What follows belongs to an exercise in optimizing a design on an open flow for small area and a short achievable clock period; a production flow would make more cautious choices.
The RTL was checked by simulation tests, not by an equivalence proof against the original design.
Power is estimated from default activity; no workload was simulated.

==> run Y <==
## lane_symbol_path
module lane_symbol_path (
    input  wire        clk,
    input  wire        rst,            
    input  wire        rx_valid,       
    input  wire [19:0] rx_bits,
    input  wire        cdr_lock,       
    input  wire        comma_align,    
    input  wire        bitslip,        
    input  wire        decode_check,   
    output reg         tx_valid,       
    output reg  [19:0] tx_bits,        
    output reg  [1:0]  code_err,       
    output reg  [1:0]  disp_err,       
    output reg         sym_lock,       
    output reg  [3:0]  word_phase      
);
==> flow/config.mk <==
export PLATFORM = sky130hd
export DESIGN_NAME = lane_symbol_path
export DESIGN_NICKNAME = lane_symbol_path
export VERILOG_FILES = /design/flow/design.v
export SDC_FILE = /design/flow/constraint.sdc
export NUM_CORES = 4
export LEC_CHECK = 0
export CAP_MARGIN = 20
export CORE_MARGIN = 2
export CORE_UTILIZATION = 70
export PLACE_DENSITY = 0.75
export SLEW_MARGIN = 20
==> flow/constraint.sdc <==
create_clock -name core_clock -period 34.0 [get_ports {clk}]
set_input_delay 6.8000 -clock core_clock [delete_from_list [all_inputs] [get_ports {clk}]]
set_output_delay 6.8000 -clock core_clock [all_outputs]
set_load 0.01 [all_outputs]
standard.sh (not shown) runs the stock make flow with config.mk's settings and CLKGATE_MAP_FILE= SYNTH_SCRIPT=/design/flow/synth_recipe.tcl, a recipe that flattens the netlist after the stock synthesis.
==> flow/flow/run.sh <==
#!/bin/bash
# Layout flow: the standard ORFS flow (standard.sh, all steps), with
#  - an area-oriented ABC mapping script for the synthesis's logic mapping
#    (abc_area_map.script; the registers are mapped as in the standard
#    synthesis, before ABC),
#  - plain buffers (buf_2) instead of delay buffers on the ports,
#  - a smaller clock tree: clkbuf_8 buffers, no dummy loads.
# The clock period and constraints are the standard flow's (constraint.sdc, config.mk).
# Each tool's output is in orfs/logs/; make's own output in orfs_flow.log.
set -euo pipefail
W=$(pwd)
rm -rf "$W/scripts_local"
cp -r "$FLOW_HOME/scripts" "$W/scripts_local"
cp "$W/flow/abc_area_map.script" "$W/scripts_local/abc_speed.script"
export SCRIPTS_DIR="$W/scripts_local"
export BUFFER_PORTS_ARGS="-buffer_cell sky130_fd_sc_hd__buf_2"
export CTS_ARGS="-sink_clustering_enable -repair_clock_nets -buf_list sky130_fd_sc_hd__clkbuf_8 -root_buf sky130_fd_sc_hd__clkbuf_8 -dont_use_dummy_load -sink_clustering_size 20 -sink_clustering_max_diameter 100"
bash standard.sh > "$W/orfs_flow.log" 2>&1
==> flow/flow/abc_area_map.script <==
strash
dc2
dch -f
amap
topo
buffer -c
dnsize -c
==> run K (differences from run Y) <==
--- a/flow/design.v
+++ b/flow/design.v
@@ -13,39 +13,44 @@
     output reg  [1:0]  disp_err,       
     output reg         sym_lock,       
     output reg  [3:0]  word_phase      
 );
     function [3:0] group_info(input [9:0] c);
         reg a, b, cc, d, e, i, f, g, h, j;
-        reg s1, c1, s2, c2, s3, c3;
-        reg x0, x1, x2, y0, y1, y2, z0, z1, z2;
+        reg [3:0] na, nd, nf;       
         reg [6:0] q6;               
         reg [4:0] q4;               
         reg k28n, k28p, kx7n, kx7p;
         reg xm, xp, ym, yp, bm, bp, pm, am, pp, ap;
         reg vn, vp, hi, n5;
         begin
             {j, h, g, f, i, e, d, cc, b, a} = c;
-            {c1, s1} = {1'b0, a} + {1'b0, b} + {1'b0, cc};
-            {c2, s2} = {1'b0, d} + {1'b0, e} + {1'b0, i};
-            {c3, s3} = {1'b0, f} + {1'b0, g} + {1'b0, h};
-            x2 = s1 & s2;  x1 = s1 ^ s2;  x0 = !s1 & !s2;
-            y2 = c1 & c2;  y1 = c1 ^ c2;  y0 = !c1 & !c2;
-            q6[0] = x0 & y0;
-            q6[1] = x1 & y0;
-            q6[2] = (x2 & y0) | (x0 & y1);
-            q6[3] = x1 & y1;
-            q6[4] = (x2 & y1) | (x0 & y2);
-            q6[5] = x1 & y2;
-            q6[6] = x2 & y2;
-            z2 = s3 & j;  z1 = s3 ^ j;  z0 = !s3 & !j;
-            q4[0] = z0 & !c3;
-            q4[1] = z1 & !c3;
-            q4[2] = (z2 & !c3) | (z0 & c3);
-            q4[3] = z1 & c3;
-            q4[4] = z2 & c3;
+            na[0] = !a & !b & !cc;
+            na[1] = (a & !b & !cc) | (!a & b & !cc) | (!a & !b & cc);
+            na[2] = (a & b & !cc) | (a & !b & cc) | (!a & b & cc);
+            na[3] = a & b & cc;
+            nd[0] = !d & !e & !i;
+            nd[1] = (d & !e & !i) | (!d & e & !i) | (!d & !e & i);
+            nd[2] = (d & e & !i) | (d & !e & i) | (!d & e & i);
+            nd[3] = d & e & i;
+            nf[0] = !f & !g & !h;
+            nf[1] = (f & !g & !h) | (!f & g & !h) | (!f & !g & h);
+            nf[2] = (f & g & !h) | (f & !g & h) | (!f & g & h);
+            nf[3] = f & g & h;
+            q6[0] = na[0] & nd[0];
+            q6[1] = (na[1] & nd[0]) | (na[0] & nd[1]);
+            q6[2] = (na[2] & nd[0]) | (na[1] & nd[1]) | (na[0] & nd[2]);
+            q6[3] = (na[3] & nd[0]) | (na[2] & nd[1]) | (na[1] & nd[2]) | (na[0] & nd[3]);
+            q6[4] = (na[3] & nd[1]) | (na[2] & nd[2]) | (na[1] & nd[3]);
+            q6[5] = (na[3] & nd[2]) | (na[2] & nd[3]);
+            q6[6] = na[3] & nd[3];
+            q4[0] = nf[0] & !j;
+            q4[1] = (nf[1] & !j) | (nf[0] & j);
+            q4[2] = (nf[2] & !j) | (nf[1] & j);
+            q4[3] = (nf[3] & !j) | (nf[2] & j);
+            q4[4] = nf[3] & j;
             hi = q6[6] | (q6[5] & !q4[0]) | (q6[4] & (q4[2] | q4[3] | q4[4])) |
                  (q6[3] & (q4[3] | q4[4])) | (q6[2] & q4[4]);
             n5 = (q6[5] & q4[0]) | (q6[4] & q4[1]) | (q6[3] & q4[2]) |
                  (q6[2] & q4[3]) | (q6[1] & q4[4]);
             xm = q6[3] & !(!a & !b & !cc);        
             xp = q6[4] & !(a & b & cc & d);       
@@ -82,21 +87,17 @@
     reg        b_rx_rd;        
     reg        b_rx_known;
     reg        b_out_rd;
     reg        kill;           
     wire        take   = rx_valid && have_prev;
     wire [25:0] window = {rx_bits[5:0], prev_word};
-    reg  [24:0] dif;
     reg  [19:0] cf;
     integer     s;
-    always @(*) begin
-        for (s = 0; s < 25; s = s + 1)
-            dif[s] = window[s] ^ window[s+1];
+    always @(*)
         for (s = 0; s < 20; s = s + 1)
-            cf[s] = !dif[s] && dif[s+1] && !(|dif[s+2 +: 4]);
-    end
+            cf[s] = (window[s +: 7] == 7'b1111100) || (window[s +: 7] == 7'b0000011);
     reg  [3:0]  pres, eqp, eqo;
     reg  [2:0]  qi [0:3];      
     reg  [4:0]  blk;
     integer     b;
     always @(*) begin
         for (b = 0; b < 4; b = b + 1) begin
@@ -172,21 +173,18 @@
         end
     end
     wire [38:0] win_full = {rx_bits[18:0], prev_word};
     wire [23:0] sh5      = n_half ? win_full[28:5] : win_full[23:0];
     reg  [19:0] groups;
     integer     m;
+    wire [4:0]  sel_oh = rst ? 5'b00000 : (5'b00001 << n_idx);
     always @(*)
         for (m = 0; m < 20; m = m + 1)
-            case (n_idx)
-                3'd0:    groups[m] = sh5[m];
-                3'd1:    groups[m] = sh5[m+1];
-                3'd2:    groups[m] = sh5[m+2];
-                3'd3:    groups[m] = sh5[m+3];
-                default: groups[m] = sh5[m+4];
-            endcase
+            groups[m] = (sel_oh[0] & sh5[m])   | (sel_oh[1] & sh5[m+1]) |
+                        (sel_oh[2] & sh5[m+2]) | (sel_oh[3] & sh5[m+3]) |
+                        (sel_oh[4] & sh5[m+4]);
     reg [9:0]  grp;
     reg        vn, vp, unb, hi, inr, fwd;
     reg        a_rx_rd, a_rx_known, a_out_rd;
     integer    k;
     always @(*) begin
         a_rx_rd    = b_rx_rd;
@@ -219,25 +217,27 @@
     end
     always @(*)
         word_phase = ph_half ? {1'b0, ph_idx} + 4'd5 : {1'b0, ph_idx};
     always @(posedge clk)
         if (rx_valid)
             prev_word <= rx_bits;
+    always @(posedge clk)
+        if (rst || take)
+            grp_q <= groups;
     always @(posedge clk) begin
         if (rst) begin
             have_prev   <= 1'b0;
             sym_lock    <= 1'b0;
             have_bnd    <= 1'b0;
             ph_half     <= 1'b0;
             ph_idx      <= 3'd0;
             good_cnt    <= 1'b0;
             oph_half    <= 1'b0;
             oph_idx     <= 3'd0;
             oth_cnt     <= 2'd0;
             tx_valid    <= 1'b0;
-            grp_q       <= 20'd0;
             dc_q        <= 1'b0;
             b_rx_rd     <= 1'b0;
             b_rx_known  <= 1'b0;
             b_out_rd    <= 1'b0;
             kill        <= 1'b0;
         end else begin
@@ -250,13 +250,12 @@
             oph_idx    <= n_oidx;
             oth_cnt    <= n_oth_cnt;
             tx_valid   <= take;
             if (rx_valid)
                 have_prev <= 1'b1;
             if (take) begin
-                grp_q      <= groups;
                 dc_q       <= decode_check;
                 b_rx_rd    <= a_rx_rd;
                 b_rx_known <= a_rx_known && !kill;
                 b_out_rd   <= a_out_rd;
                 kill       <= 1'b0;
             end else if (!decode_check) begin
==> flow/flow/abc_area_map.script (replaced) <==
strash
dc2
dch -f
amap
topo
Settings changed: CORE_UTILIZATION 70 to 40, PLACE_DENSITY 0.75 to unset, SLEW_MARGIN 20 to 60.
==> run D (differences from run Y) <==
--- a/flow/design.v
+++ b/flow/design.v
@@ -13,61 +13,50 @@
     output reg  [1:0]  disp_err,       
     output reg         sym_lock,       
     output reg  [3:0]  word_phase      
 );
     function [3:0] group_info(input [9:0] c);
         reg a, b, cc, d, e, i, f, g, h, j;
-        reg s1, c1, s2, c2, s3, c3;
-        reg x0, x1, x2, y0, y1, y2, z0, z1, z2;
-        reg [6:0] q6;               
-        reg [4:0] q4;               
+        reg s1, c1, s2, c2, s3, c3, s4, c4, s5, c5;
+        reg w2, w3, w4, bal4;
         reg k28n, k28p, kx7n, kx7p;
         reg xm, xp, ym, yp, bm, bp, pm, am, pp, ap;
         reg vn, vp, hi, n5;
+        reg [2:0] tw;
         begin
             {j, h, g, f, i, e, d, cc, b, a} = c;
             {c1, s1} = {1'b0, a} + {1'b0, b} + {1'b0, cc};
             {c2, s2} = {1'b0, d} + {1'b0, e} + {1'b0, i};
             {c3, s3} = {1'b0, f} + {1'b0, g} + {1'b0, h};
-            x2 = s1 & s2;  x1 = s1 ^ s2;  x0 = !s1 & !s2;
-            y2 = c1 & c2;  y1 = c1 ^ c2;  y0 = !c1 & !c2;
-            q6[0] = x0 & y0;
-            q6[1] = x1 & y0;
-            q6[2] = (x2 & y0) | (x0 & y1);
-            q6[3] = x1 & y1;
-            q6[4] = (x2 & y1) | (x0 & y2);
-            q6[5] = x1 & y2;
-            q6[6] = x2 & y2;
-            z2 = s3 & j;  z1 = s3 ^ j;  z0 = !s3 & !j;
-            q4[0] = z0 & !c3;
-            q4[1] = z1 & !c3;
-            q4[2] = (z2 & !c3) | (z0 & c3);
-            q4[3] = z1 & c3;
-            q4[4] = z2 & c3;
-            hi = q6[6] | (q6[5] & !q4[0]) | (q6[4] & (q4[2] | q4[3] | q4[4])) |
-                 (q6[3] & (q4[3] | q4[4])) | (q6[2] & q4[4]);
-            n5 = (q6[5] & q4[0]) | (q6[4] & q4[1]) | (q6[3] & q4[2]) |
-                 (q6[2] & q4[3]) | (q6[1] & q4[4]);
-            xm = q6[3] & !(!a & !b & !cc);        
-            xp = q6[4] & !(a & b & cc & d);       
-            yp = q6[3] & !(a & b & cc);           
-            ym = q6[2] & !(!a & !b & !cc & !d);   
-            k28n = xp & e & i & !a & !b;          
-            k28p = ym & !e & !i & a & b;          
-            kx7n = (e & !i) | k28n;               
-            kx7p = (!e & i) | k28p;               
-            bm = (q4[2] & (f | g)) | (q4[3] & f & j);       
-            bp = (q4[2] & !(f & g)) | (q4[1] & !f & !j);    
-            pm = q4[3] & !j;
-            am = q4[3] & !f;
-            pp = q4[1] & j;
-            ap = q4[1] & f;
+            w3 = (s1 ^ s2) & (c1 ^ c2);
+            w4 = (s1 & s2 & (c1 ^ c2)) | (!s1 & !s2 & c1 & c2);
+            w2 = (s1 & s2 & !c1 & !c2) | (!s1 & !s2 & (c1 ^ c2));
+            k28n = !a & !b & cc & d & e & i;
+            k28p = a & b & !cc & !d & !e & !i;
+            kx7n = (e & !i & ((a & b & cc & !d) | (a & b & !cc & d) | (a & !b & cc & d) | (!a & b & cc & d))) | k28n;
+            kx7p = (!e & i & ((!a & !b & !cc & d) | (!a & !b & cc & !d) | (!a & b & !cc & !d) | (a & !b & !cc & !d))) | k28p;
+            xm = w3 & !(!a & !b & !cc);           
+            yp = w3 & !(a & b & cc);              
+            xp = w4 & !(a & b & cc & d);          
+            ym = w2 & !(!a & !b & !cc & !d);      
+            bal4 = ((f ^ g) & (h ^ j)) | ((f ~^ g) & (h ~^ j) & (f ^ h));
+            bm = (bal4 & !(!f & !g)) | (f & !g & h & j) | (f & g & !h & j);
+            bp = (bal4 & !(f & g)) | (!f & g & !h & !j) | (!f & !g & h & !j);
+            pm = f & g & h & !j;
+            am = !f & g & h & j;
+            pp = !f & !g & !h & j;
+            ap = f & !g & !h & !j;
             vn = (xm & (bm | (pm & !(e & i)) | (am & e & i))) |
                  (xp & (bp | (pp & !k28n) | (ap & kx7n)));
             vp = (yp & (bp | (pp & (e | i)) | (ap & !e & !i))) |
                  (ym & (bm | (pm & !k28p) | (am & kx7p)));
+            {c4, s4} = {1'b0, s1} + {1'b0, s2} + {1'b0, s3};
+            {c5, s5} = {1'b0, s4} + {1'b0, j};
+            tw = {2'b0, c1} + {2'b0, c2} + {2'b0, c3} + {2'b0, c4} + {2'b0, c5};
+            hi = (tw >= 3'd3);
+            n5 = (tw == 3'd2) & s5;
             group_info = {hi, !n5, vp, vn};
         end
     endfunction
     reg [19:0] prev_word;
     reg        have_prev;
     reg        ph_half;        
==> flow/run.sh (new file) <==
#!/bin/bash
# synth_recipe.tcl (not shown) runs the flow's synth.tcl, then flattens the netlist and writes it again
# the make line also repeats each setting of config.mk as NAME=value (left out here)
make -C /OpenROAD-flow-scripts/flow DESIGN_CONFIG=/design/flow/config.mk WORK_HOME=/design/flow/orfs CLKGATE_MAP_FILE= SYNTH_SCRIPT=/design/flow/synth_recipe.tcl finish
Settings changed: ABC_AREA set to 1, CORE_UTILIZATION 70 to 40, PLACE_DENSITY 0.75 to unset.
removed: flow/flow/run.sh
removed: flow/flow/abc_area_map.script
removed: flow/standard.sh
==> comparison table <==
Category of the most critical setup path: run K input port to flop; run Y flop to primary output; run D flop to primary output
Global placement routability congestion: run K 0.999; run Y 1.13; run D 0.943
Die boundary height: run K 117 um; run Y 90.7 um; run D 139 um
Run status: run K finished clean; run Y finished clean; run D finished clean
Post-Synth Adder-Cell Area: run K 1.22%; run Y 6.33%; run D 7.88%
Start point of the critical path: run K rx_bits[1]; run Y grp_q[6]; run D grp_q[2]
Met3 routed wirelength: run K 1010 um; run Y 1820 um; run D 798 um
R2R Setup Slk: run K 28280 ps; run Y 27650 ps; run D 29480 ps
Initial Util: run K 40.8%; run Y 72.5%; run D 40.8%
Top cell by count, worst path: run K sky130_fd_sc_hd__clkinv_1; run Y -; run D sky130_fd_sc_hd__nand2_1
Crit. End Element: run K flop; run Y primary output; run D primary output
Largest net degree at the start of global routing: run K 27; run Y 39; run D 44
Internal power: run K 139 uW; run Y 122 uW; run D 165 uW
Most frequently used cell type in the post-synthesis netlist: run K sky130_fd_sc_hd__nor2_1; run Y sky130_fd_sc_hd__inv_1; run D sky130_fd_sc_hd__nand2_1
Via count: run K 6124; run Y 6420; run D 7841
Crit path arrival time: run K 11860 ps; run Y 5570 ps; run D 5260 ps
Clock distribution area overhead in the final layout: run K 2.11%; run Y 2.17%; run D 3.13%
Path depth of the worst reg2reg path: run K 23; run Y 26; run D 20
Met1 Track Usage GR: run K 31.6%; run Y 44.5%; run D 30.4%
Sequential cell area share: run K 27.3%; run Y 24.5%; run D 16.9%
Clock latency at the later pin of the worst-skew pair: run K 350 ps; run Y 360 ps; run D 350 ps
Syn_nets: run K 776; run Y 829; run D 1339
Power in sequential cells: run K 93.7 uW; run Y 83.7 uW; run D 87.2 uW
Count of cell types in the netlist: run K 37; run Y 48; run D 48

static timing again, ports no longer ideal:
The flow's constraints put no driver on any port. The routed layouts listed below were extracted and timed again, unchanged, in two steps. Step 1: set_driving_cell puts a clkbuf_16 on clk and a buf_2 on each other input, an assumption about the parent block. Step 2 also shifts input and output timing later by t, the mid clock arrival at the registers, as if the neighbouring blocks saw the same clock. Three values: no drivers, after step 1, after step 2; two values: the first two.
| run | t, ns | setup slack, ns | pins driven straight from the clock port |
|---|---|---|---|
| run Y | 0.369 | 21.626 / 21.597 / 21.916 | 1 |
| run K | 0.373 | 22.207 / 22.222 / 21.849 | 1 |
| run D | 0.385 | 21.938 / 21.895 / 22.280 | 1 |
After both steps every run listed still meets setup and hold. The setup slack of run K, which loses most, moves by +0.015 ns with the drivers and by -0.358 ns with both steps.
